Source: an optimization exercise on an open RTL-to-GDS flow (aim: small area, a short achievable clock period and few clock cycles per item). Production flows keep margins and buffers that such runs may drop.
At most, simulation tests tie the RTL to the original design; equivalence was not proved.

==> flow/design.v (excerpt) <==
module kiln_pe (
    input  wire        clk,
    input  wire        rst,           
    input  wire        in_valid,      
    input  wire        in_first,      
    input  wire        in_last,       
    input  wire [3:0]  fmt_a,
    input  wire [3:0]  fmt_b,
    input  wire [15:0] a,
    input  wire [15:0] b,
    input  wire [7:0]  scale_a,
    input  wire [7:0]  scale_b,
    input  wire [31:0] in_init,       
    output reg         out_valid,
    output wire [31:0] out_acc,
    output wire        out_knv,       
    output wire        out_kof,       
    output wire        out_iov        
);
    localparam [31:0] QNAN = 32'h7FC0_0000;
    reg        r_v, r_f, r_l;
    reg [3:0]  r_fa, r_fb;
    reg [15:0] r_a, r_b;
    reg [7:0]  r_sa, r_sb;
    reg [31:0] r_init;
    always @(posedge clk) begin
        if (rst) begin
            r_v <= 1'b0;
            r_f <= 1'b0;
            r_l <= 1'b0;
        end else begin
            r_v <= in_valid;
            r_f <= in_valid & in_first;
            r_l <= in_valid & in_last;
        end
        r_fa   <= fmt_a;
        r_fb   <= fmt_b;
        r_a    <= a;
        r_b    <= b;
        r_sa   <= scale_a;
        r_sb   <= scale_b;
        r_init <= in_init;
    end
    wire is_int = (r_fa[3:1] == 3'b000);
    wire is_lns = (r_fa == 4'hC);
    wire               da_s, db_s, da_inf, db_inf, da_nan, db_nan, da_z, db_z;
    wire [10:0]        da_sig, db_sig;
    wire [3:0]         da_lz, db_lz;
    wire signed [9:0]  da_x, db_x;
    kiln_pe_fpdec u_deca (
        .fmt(r_fa), .x(r_a), .scale(r_sa), .sign(da_s), .sig(da_sig), .lz(da_lz), .ex(da_x),
        .is_inf(da_inf), .is_nan(da_nan), .is_zero(da_z)
    );
    kiln_pe_fpdec u_decb (
        .fmt(r_fb), .x(r_b), .scale(r_sb), .sign(db_s), .sig(db_sig), .lz(db_lz), .ex(db_x),
        .is_inf(db_inf), .is_nan(db_nan), .is_zero(db_z)
    );
  ...
Size in the first run: roughly 200 flip-flops, about 130 I/O pins, about 32000 um^2 of cells after synthesis.
Settings: LEC_CHECK=0, ABC_AREA=1, CAP_MARGIN=20, CORE_MARGIN=2, CORE_UTILIZATION=40, SLEW_MARGIN=20; clock period 32.0 ns.
standard.sh (not shown) runs the stock make flow with config.mk's settings and CLKGATE_MAP_FILE= SYNTH_SCRIPT=/design/flow/synth_recipe.tcl, a recipe that flattens the netlist after the stock synthesis.
==> flow/flow/run.sh <==
#!/bin/bash
# The standard layout, with timing repair aiming for 21 ns of setup slack.
set -euo pipefail
bash standard.sh SETUP_SLACK_MARGIN=21 finish > standard.log 2>&1
Edit:
==> flow/run.sh (new file) <==
#!/bin/bash
# synth_recipe.tcl (not shown) runs the flow's synth.tcl, then flattens the netlist and writes it again
# the make line also repeats each setting of config.mk as NAME=value (left out here)
make -C /OpenROAD-flow-scripts/flow DESIGN_CONFIG=/design/flow/config.mk WORK_HOME=/design/flow/orfs CLKGATE_MAP_FILE= SYNTH_SCRIPT=/design/flow/synth_recipe.tcl finish
removed: flow/flow/run.sh
removed: flow/standard.sh
The changed run produced a clean layout. Wire length came out lower by a few percent. Global-route usage came out lower by 0.11 points. Worst setup slack degrades by 1900 ps. Design area came out lower slightly. Utilization came out lower by 0.85 points. Critical path depth came out higher by 9.
No run of this note included a check of the RTL's function; only the layout flow was run.


Setup of onyx:
Another version of the RTL of kiln_pe (not shown whole).
Size: about 7300 cells after synthesis, ~130 I/O pins, roughly 0.036 sq mm of cells after synthesis.
## kiln_pe
module kiln_pe (
    input  wire        clk,
    input  wire        rst,           
    input  wire        in_valid,      
    input  wire        in_first,      
    input  wire        in_last,       
    input  wire [3:0]  fmt_a,
    input  wire [3:0]  fmt_b,
    input  wire [15:0] a,
    input  wire [15:0] b,
    input  wire [7:0]  scale_a,
    input  wire [7:0]  scale_b,
    input  wire [31:0] in_init,       
    output reg         out_valid,
    output wire [31:0] out_acc,
    output wire        out_knv,       
    output wire        out_kof,       
    output wire        out_iov        
);
export LEC_CHECK = 0
export ABC_AREA = 1
export CAP_MARGIN = 20
export CORE_MARGIN = 2
export CORE_UTILIZATION = 40
export SLEW_MARGIN = 20
create_clock -name core_clock -period 32.0 [get_ports {clk}]
==> flow/flow/run.sh <==
#!/bin/bash
# The standard layout with these changes: ADDER_MAP_FILE= SETUP_SLACK_MARGIN=23 'BUFFER_PORTS_ARGS=-buffer_cell sky130_fd_sc_hd__buf_2'
set -euo pipefail
bash standard.sh ADDER_MAP_FILE= SETUP_SLACK_MARGIN=23 'BUFFER_PORTS_ARGS=-buffer_cell sky130_fd_sc_hd__buf_2' finish > standard.log 2>&1
onyx: no failed stages, no open violations at the end
Testbench counts of onyx, summed over its fixed seeds: cycles 19,387, steps 19,363.
Input-level comparison between raven and onyx:
==> flow/flow/run.sh <==
#!/bin/bash
# The standard layout, with adders left to ABC (no full-adder cells), buf_4
# port buffers, and timing repair aiming for 24 ns of setup slack.
set -euo pipefail
bash standard.sh ADDER_MAP_FILE= SETUP_SLACK_MARGIN=24 'BUFFER_PORTS_ARGS=-buffer_cell sky130_fd_sc_hd__buf_4' finish > standard.log 2>&1
Results
- For raven, the timing endpoint of the critical path was acc[3], unlike onyx, where it was acc[27].
- raven — via count of the routed design about 0.7% higher, onyx as reference
- Number of clock-tree buffers in the layout in raven is about 17% above onyx.
- Taking onyx as the reference, in raven data required time of the critical path increased by 0.05 ns relative to the old numbers.


== main ==
kiln_pe, a different RTL version from the one above (not shown whole).
Size in the first run: ~6900 cells after synthesis, ~220 flip-flops, roughly 130 I/O pins.
Settings: LEC_CHECK=0, ABC_AREA=1, CAP_MARGIN=20, CORE_MARGIN=2, CORE_UTILIZATION=40, SLEW_MARGIN=20; clock period 32.0 ns.
==> flow/flow/run.sh <==
#!/bin/bash
# The standard layout with these changes: ADDER_MAP_FILE= SETUP_SLACK_MARGIN=24.5 'BUFFER_PORTS_ARGS=-buffer_cell sky130_fd_sc_hd__buf_2'
set -euo pipefail
bash standard.sh ADDER_MAP_FILE= SETUP_SLACK_MARGIN=24.5 'BUFFER_PORTS_ARGS=-buffer_cell sky130_fd_sc_hd__buf_2' finish > standard.log 2>&1
Every stage of the flow completed for main, and the final layout passed the timing, DRC and antenna checks.
Testbench counts of main, summed over its fixed seeds: cycles 19,387, steps 19,363.
[inputs] the feature branch vs main
==> flow/flow/run.sh <==
#!/bin/bash
# The standard layout with these changes: ADDER_MAP_FILE= SETUP_SLACK_MARGIN=24 'BUFFER_PORTS_ARGS=-buffer_cell sky130_fd_sc_hd__buf_2'
set -euo pipefail
bash standard.sh ADDER_MAP_FILE= SETUP_SLACK_MARGIN=24 'BUFFER_PORTS_ARGS=-buffer_cell sky130_fd_sc_hd__buf_2' finish > standard.log 2>&1
Findings:
The feature branch against main: global-route usage climbed 0.59 points; synthesized area per cell did not really move; met1 wire length now sits higher. Compared with main, the feature branch shows a final worst-path setup slack that is 0.29 ns lower. From the feature branch to main, proportion of synthesized chip area in sequential cells did not move at all. Re first-pass GRT wire length: main and the feature branch aren't equal, and the lower value belongs to main. Delta (the feature branch minus main): routed wire length did not really move; final cycle utilization of the critical path went up; final antenna diode count went down.

==> static timing again, ports no longer ideal <==
How much do the figures lean on ideal ports? The routed layouts below were timed once more, with nothing changed but the port constraints. Step 1, drivers: a clkbuf_16 drives clk and a buf_2 each remaining input, both assumed. Step 2 also shifts input and output timing later by t, the mid clock arrival at the registers, as if the neighbouring blocks saw the same clock. Three values: no drivers, after step 1, after step 2; two values: the first two.
| run | t (ns) | slack for setup (ns) | worst setup path after step 2 |
|---|---|---|---|
| the first run of note 1 | 0.635 | 21.670 / 21.670 / 21.670 | register to register |
| the second run of note 1 | 0.633 | 19.723 / 19.723 / 19.723 | register to register |
| onyx | 0.637 | 23.297 / 23.297 / 23.297 | register to register |
| raven | 0.626 | 24.429 / 24.429 / 24.429 | register to register |
| main | 0.647 | 24.521 / 24.459 / 23.932 | input to register |
| the feature branch | 0.635 | 24.231 / 24.251 / 23.617 | input to register |
After both steps setup and hold are still met in every run listed. The setup slack of the feature branch, which loses most, moves by +0.020 ns with the drivers and by -0.614 ns with both steps.
